Source: an optimization exercise on an open RTL-to-GDS flow (aim: small area, a short achievable clock period and few clock cycles per item). Production flows keep margins and buffers that such runs may drop.

== violet ==
==> flow/design.v <==
module sec_sha256 (
    input  wire         clk,
    input  wire         rst,       
    input  wire         start,     
    input  wire         first,     
    input  wire [511:0] block,     
    output wire         ready,
    output wire [255:0] digest     
);
    localparam [255:0] IV = {32'h6a09e667, 32'hbb67ae85, 32'h3c6ef372, 32'ha54ff53a,
                             32'h510e527f, 32'h9b05688c, 32'h1f83d9ab, 32'h5be0cd19};
    function [31:0] k_next(input [5:0] t);
        case (t)
            6'd0:  k_next = 32'h71374491; 6'd1:  k_next = 32'hb5c0fbcf;
            6'd2:  k_next = 32'he9b5dba5; 6'd3:  k_next = 32'h3956c25b;
            6'd4:  k_next = 32'h59f111f1; 6'd5:  k_next = 32'h923f82a4;
            6'd6:  k_next = 32'hab1c5ed5; 6'd7:  k_next = 32'hd807aa98;
            6'd8:  k_next = 32'h12835b01; 6'd9:  k_next = 32'h243185be;
            6'd10: k_next = 32'h550c7dc3; 6'd11: k_next = 32'h72be5d74;
            6'd12: k_next = 32'h80deb1fe; 6'd13: k_next = 32'h9bdc06a7;
            6'd14: k_next = 32'hc19bf174; 6'd15: k_next = 32'he49b69c1;
            6'd16: k_next = 32'hefbe4786; 6'd17: k_next = 32'h0fc19dc6;
            6'd18: k_next = 32'h240ca1cc; 6'd19: k_next = 32'h2de92c6f;
            6'd20: k_next = 32'h4a7484aa; 6'd21: k_next = 32'h5cb0a9dc;
            6'd22: k_next = 32'h76f988da; 6'd23: k_next = 32'h983e5152;
            6'd24: k_next = 32'ha831c66d; 6'd25: k_next = 32'hb00327c8;
            6'd26: k_next = 32'hbf597fc7; 6'd27: k_next = 32'hc6e00bf3;
            6'd28: k_next = 32'hd5a79147; 6'd29: k_next = 32'h06ca6351;
            6'd30: k_next = 32'h14292967; 6'd31: k_next = 32'h27b70a85;
            6'd32: k_next = 32'h2e1b2138; 6'd33: k_next = 32'h4d2c6dfc;
            6'd34: k_next = 32'h53380d13; 6'd35: k_next = 32'h650a7354;
            6'd36: k_next = 32'h766a0abb; 6'd37: k_next = 32'h81c2c92e;
            6'd38: k_next = 32'h92722c85; 6'd39: k_next = 32'ha2bfe8a1;
            6'd40: k_next = 32'ha81a664b; 6'd41: k_next = 32'hc24b8b70;
            6'd42: k_next = 32'hc76c51a3; 6'd43: k_next = 32'hd192e819;
            6'd44: k_next = 32'hd6990624; 6'd45: k_next = 32'hf40e3585;
            6'd46: k_next = 32'h106aa070; 6'd47: k_next = 32'h19a4c116;
            6'd48: k_next = 32'h1e376c08; 6'd49: k_next = 32'h2748774c;
            6'd50: k_next = 32'h34b0bcb5; 6'd51: k_next = 32'h391c0cb3;
            6'd52: k_next = 32'h4ed8aa4a; 6'd53: k_next = 32'h5b9cca4f;
            6'd54: k_next = 32'h682e6ff3; 6'd55: k_next = 32'h748f82ee;
            6'd56: k_next = 32'h78a5636f; 6'd57: k_next = 32'h84c87814;
            6'd58: k_next = 32'h8cc70208; 6'd59: k_next = 32'h90befffa;
            6'd60: k_next = 32'ha4506ceb; 6'd61: k_next = 32'hbef9a3f7;
            6'd62: k_next = 32'hc67178f2; default: k_next = 32'h00000000;
        endcase
    endfunction
    localparam [31:0] K0 = 32'h428a2f98;
    reg       busy;
    reg [5:0] cnt;      
    assign ready = ~busy;
    wire last   = (cnt == 6'd63);
    wire round0 = busy & (cnt == 6'd0);
    always @(posedge clk) begin
        if (rst) begin
            busy <= 1'b0;
            cnt  <= 6'd0;
        end else if (busy) begin
            cnt <= cnt + 6'd1;
            if (last) busy <= 1'b0;
        end else begin
            cnt <= 6'd0;
            if (start) busy <= 1'b1;
        end
    end
    reg [31:0] H0, H1, H2, H3, H4, H5, H6, H7;
    reg [31:0] a, b, c, d, e, f, g, h;
    reg [31:0] W [0:15];    
    reg [31:0] p;           
    function [63:0] csa(input [31:0] x, input [31:0] y, input [31:0] z);
        csa = {((x & y) | (x & z) | (y & z)) << 1, x ^ y ^ z};
    endfunction
    wire [31:0] s1_e = {e[5:0], e[31:6]} ^ {e[10:0], e[31:11]} ^ {e[24:0], e[31:25]};
    wire [31:0] ch   = (e & f) ^ (~e & g);
    wire [31:0] s0_a = {a[1:0], a[31:2]} ^ {a[12:0], a[31:13]} ^ {a[21:0], a[31:22]};
    wire [31:0] maj  = (a & b) | (a & c) | (b & c);
    wire [31:0] xa = round0 ? h : (last ? H0 : 32'd0);
    wire [31:0] xe = round0 ? h : (last ? H4 : 32'd0);
    wire [63:0] ca1 = csa(s1_e, ch, p);
    wire [63:0] ca2 = csa(s0_a, maj, xa);
    wire [63:0] ca3 = csa(ca1[31:0], ca1[63:32], ca2[31:0]);
    wire [63:0] ca4 = csa(ca3[31:0], ca3[63:32], ca2[63:32]);
    wire [31:0] a_new = ca4[31:0] + ca4[63:32];
    wire [63:0] ce1 = csa(d, p, xe);
    wire [63:0] ce2 = csa(ce1[31:0], ce1[63:32], s1_e);
    wire [63:0] ce3 = csa(ce2[31:0], ce2[63:32], ch);
    wire [31:0] e_new = ce3[31:0] + ce3[63:32];
    wire [31:0] w1   = W[1];
    wire [31:0] w14  = W[14];
    wire [31:0] ss0  = {w1[6:0], w1[31:7]} ^ {w1[17:0], w1[31:18]} ^ {3'b000, w1[31:3]};
    wire [31:0] ss1  = {w14[16:0], w14[31:17]} ^ {w14[18:0], w14[31:19]} ^ {10'b0, w14[31:10]};
    wire [31:0] w_new = ss1 + W[9] + ss0 + W[0];
    wire [31:0] p_run  = g + k_next(cnt) + W[1];
    wire [31:0] p_init = K0 + block[511:480];
    wire        fin   = busy & (cnt[5:2] == 4'hf) & (cnt[1:0] != 2'd0);    
    wire [31:0] fa_a  = H3 + a;
    wire [31:0] fa_e  = H7 + e;
    integer i;
    always @(posedge clk) begin
        for (i = 0; i < 15; i = i + 1)
            W[i] <= busy ? W[i+1] : block[511 - 32*i -: 32];
        W[15] <= busy ? w_new : block[31:0];
        p <= busy ? p_run : p_init;
        if (busy) begin
            a <= a_new; b <= a; c <= b; d <= c;
            e <= e_new; f <= e; g <= f; h <= g;
        end else if (first) begin
            {a, b, c, d, e, f, g, h} <= IV;
        end else begin
            {a, b, c, d, e, f, g, h} <= {H0, H1, H2, H3, H4, H5, H6, H7};
        end
        if (!busy) begin
            if (start && first)
                {H0, H1, H2, H3, H4, H5, H6, H7} <= IV;
        end else begin
            if (fin) begin
                H1 <= fa_a; H2 <= H1; H3 <= H2;
                H5 <= fa_e; H6 <= H5; H7 <= H6;
            end
            if (last) begin
                H0 <= a_new;
                H4 <= e_new;
            end
        end
    end
    assign digest = {H0, H1, H2, H3, H4, H5, H6, H7};
endmodule
clock: 11.0 ns
lec_check: 0
cap_margin: 20
core_margin: 2
core_utilization: 40
slew_margin: 20
run.sh (not shown) runs the stock make flow with config.mk's settings and CLKGATE_MAP_FILE= SYNTH_SCRIPT=/design/flow/synth_recipe.tcl, a recipe that flattens the netlist after the stock synthesis.
What onyx does differently from violet at the input level:
--- a/flow/design.v
+++ b/flow/design.v
@@ -49,16 +49,26 @@
     reg       busy;
     reg [5:0] cnt;      
+    reg       round0;   
+    reg       last;     
+    reg       fin;      
     assign ready = ~busy;
-    wire last   = (cnt == 6'd63);
-    wire round0 = busy & (cnt == 6'd0);
     always @(posedge clk) begin
         if (rst) begin
-            busy <= 1'b0;
-            cnt  <= 6'd0;
+            busy   <= 1'b0;
+            cnt    <= 6'd0;
+            round0 <= 1'b0;
+            last   <= 1'b0;
+            fin    <= 1'b0;
         end else if (busy) begin
-            cnt <= cnt + 6'd1;
+            cnt    <= cnt + 6'd1;
+            round0 <= 1'b0;
+            last   <= (cnt == 6'd62);
+            fin    <= (cnt == 6'd60) | (cnt == 6'd61) | (cnt == 6'd62);
             if (last) busy <= 1'b0;
         end else begin
-            cnt <= 6'd0;
+            cnt    <= 6'd0;
+            round0 <= start;
+            last   <= 1'b0;
+            fin    <= 1'b0;
             if (start) busy <= 1'b1;
         end
@@ -68,4 +78,21 @@
     reg [31:0] W [0:15];    
     reg [31:0] p;           
+    function [31:0] add32(input [31:0] u, input [31:0] v);
+        reg [31:0] g, p, G, P, G2, P2;
+        integer i, l, dd;
+        begin
+            g = u & v; p = u ^ v; G = g; P = p;
+            for (l = 0; l < 5; l = l + 1) begin
+                dd = 1 << l; G2 = G; P2 = P;
+                for (i = 0; i < 32; i = i + 1)
+                    if ((i / dd) % 2 == 1) begin
+                        G2[i] = G[i] | (P[i] & G[(i/dd)*dd - 1]);
+                        P2[i] = P[i] & P[(i/dd)*dd - 1];
+                    end
+                G = G2; P = P2;
+            end
+            add32 = p ^ {G[30:0], 1'b0};
+        end
+    endfunction
     function [63:0] csa(input [31:0] x, input [31:0] y, input [31:0] z);
         csa = {((x & y) | (x & z) | (y & z)) << 1, x ^ y ^ z};
@@ -90,10 +117,12 @@
     wire [31:0] ss0  = {w1[6:0], w1[31:7]} ^ {w1[17:0], w1[31:18]} ^ {3'b000, w1[31:3]};
     wire [31:0] ss1  = {w14[16:0], w14[31:17]} ^ {w14[18:0], w14[31:19]} ^ {10'b0, w14[31:10]};
-    wire [31:0] w_new = ss1 + W[9] + ss0 + W[0];
-    wire [31:0] p_run  = g + k_next(cnt) + W[1];
+    wire [63:0] cw1   = csa(ss1, ss0, W[9]);
+    wire [63:0] cw2   = csa(cw1[31:0], cw1[63:32], W[0]);
+    wire [31:0] w_new = add32(cw2[31:0], cw2[63:32]);
+    wire [63:0] cp1    = csa(g, k_next(cnt), W[1]);
+    wire [31:0] p_run  = add32(cp1[31:0], cp1[63:32]);
     wire [31:0] p_init = K0 + block[511:480];
-    wire        fin   = busy & (cnt[5:2] == 4'hf) & (cnt[1:0] != 2'd0);    
-    wire [31:0] fa_a  = H3 + a;
-    wire [31:0] fa_e  = H7 + e;
+    wire [31:0] fa_a  = add32(H3, a);
+    wire [31:0] fa_e  = add32(H7, e);
     integer i;
     always @(posedge clk) begin
Results
Time the worst path needs with I/O delays and setup delta for onyx relative to violet: 0.36 ns lower
onyx went all the way through the flow, and no timing, DRC or antenna check failed.
violet finished every stage and its layout cleared the timing, design-rule and antenna checks.
Diff violet -> onyx: number of tap cells inserted dropped about 0.7%; clock network area share climbed 0.18 points; maximum frequency climbed about 5.6%; routed wire length dropped 8700 um; number of logic stages on the critical path including buffering dropped 3.
onyx vs. violet: synthesized net count went down by about 2.3%.
Diff violet -> onyx: global routing met1 resource utilization increased 0.31 points, worst setup slack increased 0.36 ns.
Function was not checked in any run of this note: the RTL went through the layout flow alone.

## separate check: timing with driven ports
The results above use ideal ports. As a check the final layouts listed here were re-extracted and re-timed, cells and wires unchanged.
Step 1 (the two cells are an assumption about what drives the block):
set clk [get_ports {clk}]
set_driving_cell -lib_cell sky130_fd_sc_hd__clkbuf_16 $clk
set_driving_cell -lib_cell sky130_fd_sc_hd__buf_2 [delete_from_list [all_inputs] $clk]
Step 2 adds t to the input delays and takes it off the output delays; t is the mean of the earliest and latest rising clock arrival at the registers after step 1. Input paths then give back, and output paths get back, about the clock's delay inside the block.
Three values: ideal ports, drivers, drivers and shift; two values: the first two.
| run | t (ns) | setup WS [ns] | slew at the worst register clock pin (ns) |
|---|---|---|---|
| violet | 0.827 | 4.249 / 4.249 / 4.249 | 0.07 / 0.07 |
| onyx | 0.845 | 4.605 / 4.605 / 4.605 | 0.07 / 0.07 |
After both steps every run listed still meets setup and hold.
